This design comes from an exercise in tuning for small area and a short achievable clock period on the open sky130 flow, not from production work.
Only simulation tests tie the RTL to the original design; equivalence was not proved.
No activity file was given, so power comes from the tool's default toggle rates.

===== design/flow/run.sh =====
#!/bin/bash
# synth_recipe.tcl (not shown) runs the flow's synth.tcl, then flattens the netlist and writes it again
# the make line also repeats each setting of config.mk as NAME=value (left out here)
make -C /OpenROAD-flow-scripts/flow DESIGN_CONFIG=/design/flow/config.mk WORK_HOME=/design/flow/orfs CLKGATE_MAP_FILE= SYNTH_SCRIPT=/design/flow/synth_recipe.tcl finish

===== design/flow/config.mk =====
export PLATFORM = sky130hd
export DESIGN_NAME = ksc_fslot
export DESIGN_NICKNAME = ksc_fslot
export VERILOG_FILES = /design/flow/design.v
export SDC_FILE = /design/flow/constraint.sdc
export NUM_CORES = 4
export LEC_CHECK = 0
export CAP_MARGIN = 20
export CORE_MARGIN = 2
export CORE_UTILIZATION = 40
export PLACE_DENSITY = 0.6
export SLEW_MARGIN = 20

===== design/flow/constraint.sdc =====
create_clock -name core_clock -period 36.0 [get_ports {clk}]
set_input_delay 7.2000 -clock core_clock [delete_from_list [all_inputs] [get_ports {clk}]]
set_output_delay 7.2000 -clock core_clock [all_outputs]
set_load 0.01 [all_outputs]

===== design/flow/design.v =====
module fs_lzc #(
    parameter LW = 7
) (
    input  [(1 << LW) - 1:0] d,
    output [LW-1:0]          n,
    output                   z
);
    generate
        if (LW == 1) begin : leaf
            assign z = ~d[1] & ~d[0];
            assign n = ~d[1];
        end else begin : node
            localparam H = 1 << (LW - 1);
            wire [LW-2:0] nh, nl;
            wire          zh, zl;
            fs_lzc #(.LW(LW - 1)) u_h (.d(d[2*H-1:H]), .n(nh), .z(zh));
            fs_lzc #(.LW(LW - 1)) u_l (.d(d[H-1:0]),   .n(nl), .z(zl));
            assign z = zh & zl;
            assign n = zh ? {1'b1, nl} : {1'b0, nh};
        end
    endgenerate
endmodule
module fs_misc (
    input  [4:0]  op,
    input  [31:0] a,
    input  [31:0] b,
    output [31:0] r
);
    wire a_nan  = (&a[30:23]) & (|a[22:0]);
    wire b_nan  = (&b[30:23]) & (|b[22:0]);
    wire a_zero = ~(|a[30:0]);
    wire b_zero = ~(|b[30:0]);
    wire [31:0] ka = a[31] ? ~a : {1'b1, a[30:0]};
    wire [31:0] kb = b[31] ? ~b : {1'b1, b[30:0]};
    wire        a_lt_b = ka < kb;
    wire        a_eq_b = a == b;
    wire take_a = b_nan | (~a_nan & (op[0] ? (a_lt_b | a_eq_b) : ~a_lt_b));
    wire [31:0] fmm = (a_nan & b_nan) ? 32'h7FC0_0000 : (take_a ? a : b);
    wire [7:0] e   = a[30:23];
    wire       e1  = &e;
    wire       e0  = ~(|e);
    wire       mnz = |a[22:0];
    wire       s   = a[31];
    wire [9:0] cls;
    assign cls[0] = e1 & ~mnz & s;
    assign cls[1] = ~e1 & ~e0 & s;
    assign cls[2] = e0 & mnz & s;
    assign cls[3] = e0 & ~mnz & s;
    assign cls[4] = e0 & ~mnz & ~s;
    assign cls[5] = e0 & mnz & ~s;
    assign cls[6] = ~e1 & ~e0 & ~s;
    assign cls[7] = e1 & ~mnz & ~s;
    assign cls[8] = e1 & mnz & ~a[22];
    assign cls[9] = e1 & mnz & a[22];
    wire un = a_nan | b_nan;
    wire eq = ~un & ((a_zero & b_zero) | a_eq_b);
    wire lt = ~un & ~eq & a_lt_b;
    wire gt = ~un & ~eq & ~a_lt_b;
    reg  pd;
    always @* begin
        case (op[2:0])
            3'd0:    pd = eq;
            3'd1:    pd = lt;
            3'd2:    pd = lt | eq;
            3'd3:    pd = gt;
            3'd4:    pd = gt | eq;
            3'd5:    pd = un;
            default: pd = ~eq;
        endcase
    end
    reg [31:0] res;
    always @* begin
        if (op[4]) begin
            if (op[3])
                res = (op[2] | op[1]) ? 32'd0 : a;            
            else
                res = {31'd0, pd};                            
        end else begin
            case (op[3:0])
                4'd5, 4'd6: res = fmm;
                4'd7:       res = {1'b0, a[30:0]};
                4'd8:       res = {~a[31], a[30:0]};
                default:    res = {22'd0, cls};
            endcase
        end
    end
    assign r = res;
endmodule
module ksc_fslot (
    input             clk,
    input             rst,
    input             in_valid,
    input      [4:0]  op,
    input      [31:0] a,
    input      [31:0] b,
    input      [31:0] c,
    output reg        out_valid,
    output reg [31:0] res
);
    reg        v0;
    reg [4:0]  op0;
    reg [31:0] a0, b0, c0;
    always @(posedge clk) begin
        if (rst) v0 <= 1'b0;
        else     v0 <= in_valid;
        op0 <= op;
        a0  <= a;
        b0  <= b;
        c0  <= c;
    end
    localparam [31:0] ONE  = 32'h3F80_0000;
    localparam [31:0] NEG0 = 32'h8000_0000;
    localparam [31:0] K23  = 32'h4B00_0000;    
    localparam [31:0] M32  = 32'hCF80_0000;    
    wire o_fma = ~op0[4] & ((op0[3:0] <= 4'd2) | (op0[3:0] == 4'd9) | (op0[3:0] == 4'd10));
    wire o_cvt = op0[4] & op0[3];
    wire o_f2i = o_cvt & (op0[2] | op0[1]);
    reg [31:0] x, y, z;
    always @* begin
        if (o_fma) begin
            x = (op0[3:0] == 4'd10) ? {~a0[31], a0[30:0]} : a0;
            y = (op0[3:0] <= 4'd1) ? ONE : b0;
            case (op0[3:0])
                4'd0:    z = b0;
                4'd1:    z = {~b0[31], b0[30:0]};
                4'd2:    z = NEG0;
                default: z = c0;
            endcase
        end else begin
            x = K23;
            y = K23;
            if (o_f2i)                         z = a0;
            else if (o_cvt & ~op0[0] & a0[31]) z = M32;
            else                               z = 32'd0;
        end
    end
    wire [31:0] mres;
    fs_misc u_misc (.op(op0), .a(a0), .b(b0), .r(mres));
    wire        sx = x[31], sy = y[31], sz = z[31];
    wire [7:0]  ex = x[30:23], ey = y[30:23], ez = z[30:23];
    wire x_nan  = (&ex) &  (|x[22:0]);
    wire y_nan  = (&ey) &  (|y[22:0]);
    wire z_nan  = (&ez) &  (|z[22:0]);
    wire x_inf  = (&ex) & ~(|x[22:0]);
    wire y_inf  = (&ey) & ~(|y[22:0]);
    wire z_inf  = (&ez) & ~(|z[22:0]);
    wire x_zero = ~(|x[30:0]);
    wire y_zero = ~(|y[30:0]);
    wire z_zero = ~(|z[30:0]);
    wire [23:0] mx = {|ex, x[22:0]};
    wire [23:0] my = {|ey, y[22:0]};
    wire [23:0] mz = {|ez, z[22:0]};
    wire [7:0]  Ex = {ex[7:1], ex[0] | ~(|ex)};
    wire [7:0]  Ey = {ey[7:1], ey[0] | ~(|ey)};
    wire [7:0]  Ez = {ez[7:1], ez[0] | ~(|ez)};
    wire sp      = sx ^ sy;
    wire p_zero  = x_zero | y_zero;
    wire p_inf   = x_inf | y_inf;
    wire is_nan  = x_nan | y_nan | z_nan | (x_inf & y_zero) | (y_inf & x_zero)
                 | (p_inf & z_inf & (sp != sz));
    wire is_inf  = p_inf | z_inf;
    wire inf_s   = p_inf ? sp : sz;
    wire eff_sub = sp ^ sz;
    wire [47:0] prod = mx * my;
    wire [47:0] P    = o_fma ? prod : {16'd0, mres};
    wire signed [10:0] shr = $signed({3'd0, Ex}) + $signed({3'd0, Ey})
                           - $signed({3'd0, Ez}) - 11'sd100;
    wire        top  = p_zero | shr[10] | (shr == 11'sd0);
    wire [9:0]  shc  = top ? 10'd0 : shr[9:0];
    wire [8:0]  slim = shc[8:0] + {1'b0, Ez};           
    wire [6:0]  sh   = (shc > 10'd77) ? 7'd77 : shc[6:0];
    wire [76:0] afull = {mz, 53'd0} >> sh;
    wire [23:0] smask = (sh > 7'd52) ? ~(24'hFF_FFFF << (sh - 7'd52)) : 24'd0;
    wire        ast   = |(mz & smask);
    wire [76:0] A     = {afull[76:1], ast};
    wire [7:0] fe     = a0[30:23];
    wire       f_nan  = (&fe) & (|a0[22:0]);
    wire       f_s    = a0[31];
    wire       to_sgn = ~op0[2];
    wire       clamp  = f_nan | (to_sgn ? (fe >= 8'd158) : (f_s | (fe >= 8'd159)));
    wire [1:0] ckind  = f_nan ? 2'd0 : to_sgn ? (f_s ? 2'd2 : 2'd3) : (f_s ? 2'd0 : 2'd1);
    reg        v1;
    reg [47:0] P1;
    reg [76:0] A1;
    reg [8:0]  slim1;
    reg        sub1, sp1, nan1, inf1, infs1, bz1, bzs1, raw1, f2i1, trunc1, cl1;
    reg [1:0]  ck1;
    always @(posedge clk) begin
        if (rst) v1 <= 1'b0;
        else     v1 <= v0;
        P1     <= P;
        A1     <= A;
        slim1  <= slim;
        sub1   <= eff_sub;
        sp1    <= sp;
        nan1   <= is_nan;
        inf1   <= is_inf;
        infs1  <= inf_s;
        bz1    <= p_zero & z_zero;
        bzs1   <= sp & sz;
        raw1   <= ~o_fma & ~(o_cvt & ~o_f2i);
        f2i1   <= o_f2i;
        trunc1 <= op0[0];
        cl1    <= o_f2i & clamp;
        ck1    <= ckind;
    end
    wire        finc = ~trunc1 & A1[2] & (A1[3] | A1[1] | A1[0]);
    wire [78:0] bop  = sub1 ? ~{2'b00, A1} : {2'b00, A1};
    wire [78:0] bopf = f2i1 ? {bop[78:3], 3'b111} : bop;
    wire        cin  = f2i1 ? (sub1 ^ finc) : sub1;
    wire [78:0] T    = {28'd0, P1, 3'd0} + bopf + {78'd0, cin};
    wire        neg  = T[78] & ~f2i1;
    wire [77:0] R    = neg ? (~T[77:0] + 78'd1) : T[77:0];
    wire [6:0] lz;
    wire       rz;
    fs_lzc #(.LW(7)) u_lz (.d({R, 50'd0}), .n(lz), .z(rz));
    reg        v2;
    reg [77:0] R2;
    reg [6:0]  lz2;
    reg        rz2;
    reg [8:0]  slim2;
    reg        sb2, nan2, inf2, infs2, bz2, bzs2, raw2, cl2;
    reg [1:0]  ck2;
    always @(posedge clk) begin
        if (rst) v2 <= 1'b0;
        else     v2 <= v1;
        R2    <= R;
        lz2   <= lz;
        rz2   <= rz;
        slim2 <= slim1;
        sb2   <= sp1 ^ neg;
        nan2  <= nan1;
        inf2  <= inf1;
        infs2 <= infs1;
        bz2   <= bz1;
        bzs2  <= bzs1;
        raw2  <= raw1;
        cl2   <= cl1;
        ck2   <= ck1;
    end
    wire        hid  = {2'b00, lz2} <= slim2;            
    wire [6:0]  s    = hid ? lz2 : slim2[6:0];
    wire [77:0] N    = R2 << s;
    wire [52:0] msk  = {53{1'b1}} >> s;
    wire        st   = |(R2[52:0] & msk);
    wire [22:0] man  = N[76:54];
    wire        g    = N[53];
    wire [9:0]  e1   = {1'b0, slim2} + 10'd1 - {3'd0, lz2};    
    wire        ovf  = hid & (e1 >= 10'd255);
    wire        rinc = g & (st | man[0]);
    wire [30:0] pk   = {hid ? e1[7:0] : 8'd0, man} + {30'd0, rinc};
    wire [31:0] fres = nan2 ? 32'h7FC0_0000 :
                       inf2 ? {infs2, 31'h7F80_0000} :
                       rz2  ? {bz2 & bzs2, 31'd0} :
                       ovf  ? {sb2, 31'h7F80_0000} :
                              {sb2, pk};
    reg  [31:0] kval;
    always @* begin
        case (ck2)
            2'd0: kval = 32'h0000_0000;
            2'd1: kval = 32'hFFFF_FFFF;
            2'd2: kval = 32'h8000_0000;
            default: kval = 32'h7FFF_FFFF;
        endcase
    end
    wire [31:0] rres = cl2 ? kval : R2[34:3];
    always @(posedge clk) begin
        if (rst) out_valid <= 1'b0;
        else     out_valid <= v2;
        res <= raw2 ? rres : fres;
    end
endmodule

==> impl_results.md <==
- Clock latency on the worst-skew pair: 0.65 ns
- Crit path DAT: 10.98 ns
- Overflow after GRT: 0
- Share of layout cells above drive strength 1: 0.0582
- Die Ht: 366 um
- Worst Reg-to-Reg Cells: 33
- Postcts setup bufs: 0
- Type of the worst setup path: register to register
- Final setup viols: 0
- DRT Pass-1 Iters: 8
- Final Hold Vio Count: 0
- Cell with the most instances on the worst path: fa_1
- RR Endpoint: P1[45]
- Worst Setup SP: op0[0]
- Synthesized cell area: 0.0524 sq mm
- First-pass GRT wire length: 330 mm
- Fmax: 0.0954 GHz
- Worst Setup EP: P1[45]
- P per Cell Area: 74.9 mW/mm^2
- HP Start: slim1[7]
- Htree depth: 2
- Ports: 137
- Core ar.: 0.130 sq mm
- Yosys top cell by area: fa_1
- CTS Buf Count: 47
- Final Skew: 0.0423 ns
- Worst-path clk slew: 0.06 ns
- FF/Latch Area: 0.00778 sq mm
- Synth unique cells: 103
- Flop2flop setup slack: 25.52 ns
- RSZ-0062 raised after global routing: no
- Core Rows: 132
- DP Wirelength: 170 mm
- Routed length per instance: 26.8 um
- GRT Total Usage: 0.322
- MaxCap Viol Count: 0
- Yosys warns: 2
- Clock period minus final worst setup slack: 10.48 ns
- Register area share after synthesis: 0.148
- Synth area leaders: fa_1 (19%), dfxtp_1 (15%), ha_1 (7.2%)
- Multi-input logic area: 0.0407 sq mm
- Critical path's largest stage delay: 0.88 ns
- Post-route ant nets: 0
- CTS tree: done
- CTS Hold Bufs: 0
- Post-Layout Cell Count: 8,240
- Cell total after placement: 8,147
- Status: finished clean
- CP Capture Type: register
- Fin Setup TNS: 0 ns
- Max_slew headroom: 0.197
- Startpoint Class: register
- Final WL: 221 mm
- Tightest Hold Check Type: register to register
- Die area: 0.134 sq mm
- Gate Count Post-Synth: 6,593
- Req. time, crit path: 36.50 ns
- DRT iter0 DRCs: 6,038
- Slew @ Worst Pin: 1.17 ns
- Syn_area_per_cell: 7.95 sq um
- Horiz. Die Dim: 366 um
- Clock buffer depth: 3
- Initial antenna violation count: 10
- Clk root buf: clkbuf_16
- Via/cell ratio: 6.22
- PostCTS Resize Cnt: 0
- Gp weighted congestion: 1.05
- Reg2reg start: op0[0]
- # port buffers: 136
- Area Growth Syn to Fin: 8.92%
- Nets: 7,353
- Critical path peak fanout: 68
- EDFF count, synth: 0
- Slowest-stage cell, CP: and2_1
- Post-Syn Nets: 7,492
- Remaining DRCs: 0
- Sink Count: 388
- Hold slack: 0.324 ns
- Synthesized flop and latch total: 388
- FFs w/ async S/R, synth: 0
- Largest net degree at the start of global routing: 129
- Vias in the first global route: 49.9k
- Leak: 25.4 nW
- FILL cells: 13.1k
- Period utilization: 0.291
- Slew Limit Fails: 0
- VDD IR-drop max: 0.0000668 V
- Share of Yosys cell area claimed by the top area cell type: 0.188
- Top_reg_cell synth: dfxtp_1
- Vias: 51.2k
- Initial Util: 0.404
-- through the flow --
stage | instance area [sq um] | total power [mW] | setup slack [ns] | util
6_report | 57100 | 4.27 | 25.52 | 0.440
5_1_grt | 57100 | 4.48 | 24.90 | 0.439
4_1_cts | 57000 | 4.17 | 25.67 | 0.439
3_5_place_dp | 55400 | 3.63 | 25.75 | 0.427
3_3_place_gp | 55400 | 3.64 | 25.64 | 0.427
2_1_floorplan | 52400 | 2.59 | 26.97 | -
-- sequential cells by signal, summed over array words and instances (netlist names), 2 cells and up --
name	flops
A1	77
R2	77
P1	48
a0	32
b0	32
c0	32
res	32
slim1	9
slim2	9
lz2	7
op0	5
ck1	2
ck2	2
-- layer usage --
metal	share of wire	track usage	vias up
li1	-	-	22600
met1	0.42	0.442	25200
met5	0.00014	0	-
met4	0.049	0.135	4
met2	0.43	0.494	2779
met3	0.097	0.0589	568
-- cell type report --
cell class / instances / share of cell area
antenna: 6 / 0.000263
clock inverter: 27 / 0.00559
multi-input combinational: 5116 / 0.713
sequential: 388 / 0.136
timing repair buffer: 272 / 0.0420
clock buffer: 60 / 0.0234
tap: 1742 / 0.0382
inverter: 629 / 0.0414
-- cells by family (layout without fill, tap and decap cells) --
group,after synthesis,in the layout,share of synthesized area
fa+ha+maj,796,796,0.261
other cells,0,6,0
mux,270,270,0.0531
buf+inv,1089,988,0.0790
flops,388,388,0.148
simple gates,2196,2196,0.203
xor+xnor,375,375,0.0632
compound gates,1479,1479,0.193
-- synthesized netlist by cell type (all sizes together), types with 213 or more instances --
library cell,instances
nand2,746
and3,223
inv,626
a21oi,319
xnor2,213
o21ai,282
ha,302
clkbuf,375
mux2i,215
dfxtp,388
fa,493
nor2,441
-- power breakdown --
part / internal [mW] / switching [mW] / total [mW]
Clock: 0.296 / 0.220 / 0.516
Combinational: 1.02 / 2.00 / 3.03
Sequential: 0.548 / 0.181 / 0.729
-- worst min path at each step --
stage	end	slack (ns)	depth (start not counted)
3_5_place_dp	inf2	0.31	0
3_3_place_gp	ck2[0]	0.31	0
4_1_cts	inf2	0.33	0
5_1_grt	inf2	0.33	0
2_1_floorplan	bz2	0.31	0
6_report	slim2[7]	0.32	0
-- placed cells by master (no fill, tap or decap), types with 81 or more instances in the layout --
master,netlist,routed
dfxtp_1,388,376
and2_1,79,81
ha_1,302,302
mux2i_1,215,211
nand2_1,746,746
inv_1,625,625
xor2_1,160,160
o21ai_0,264,263
xnor2_1,213,213
a21oi_1,319,317
nor2_1,440,438
nand3_1,204,204
nor3_1,109,104
clkdlybuf4s50_1,0,136
buf_4,1,135
fa_1,493,493
and3_1,223,223
-- critical path: cells and delay by family (launching register included) --
kind | cells | cell delay, ns
buf+inv | 4 | 0.68
simple gates | 9 | 2.30
flops | 1 | 0.71
xor+xnor | 1 | 0.14
fa+ha+maj | 8 | 3.63
compound gates | 11 | 2.86

## separate check: timing with driven ports
In the flow no input, the clock included, has a driving cell. The finished layout below was timed again as built, in two steps.
Step 1 sets driving cells, clkbuf_16 on the clock port and buf_2 on the other inputs (assumed; they add their load-dependent delay and slew).
Step 2 times the ports against the registers' clock, not the clock port: input delays grow and output delays shrink by t, the midpoint of the rising clock arrivals with the driver on.
Three values: no drivers, after step 1, after step 2; two values: the first two.
shift t [ns]: 0.704
setup slack, ns: 25.519 / 25.519 / 25.519
worst hold slack (ns): 0.324 / 0.324 / 0.324
slew at the worst register clock pin (ns): 0.07 / 0.07
pins driven straight from the clock port: 1
After both steps this run still meets setup and hold. For this run, drivers alone change the setup slack by 0.000 ns; drivers and shift together by 0.000 ns.
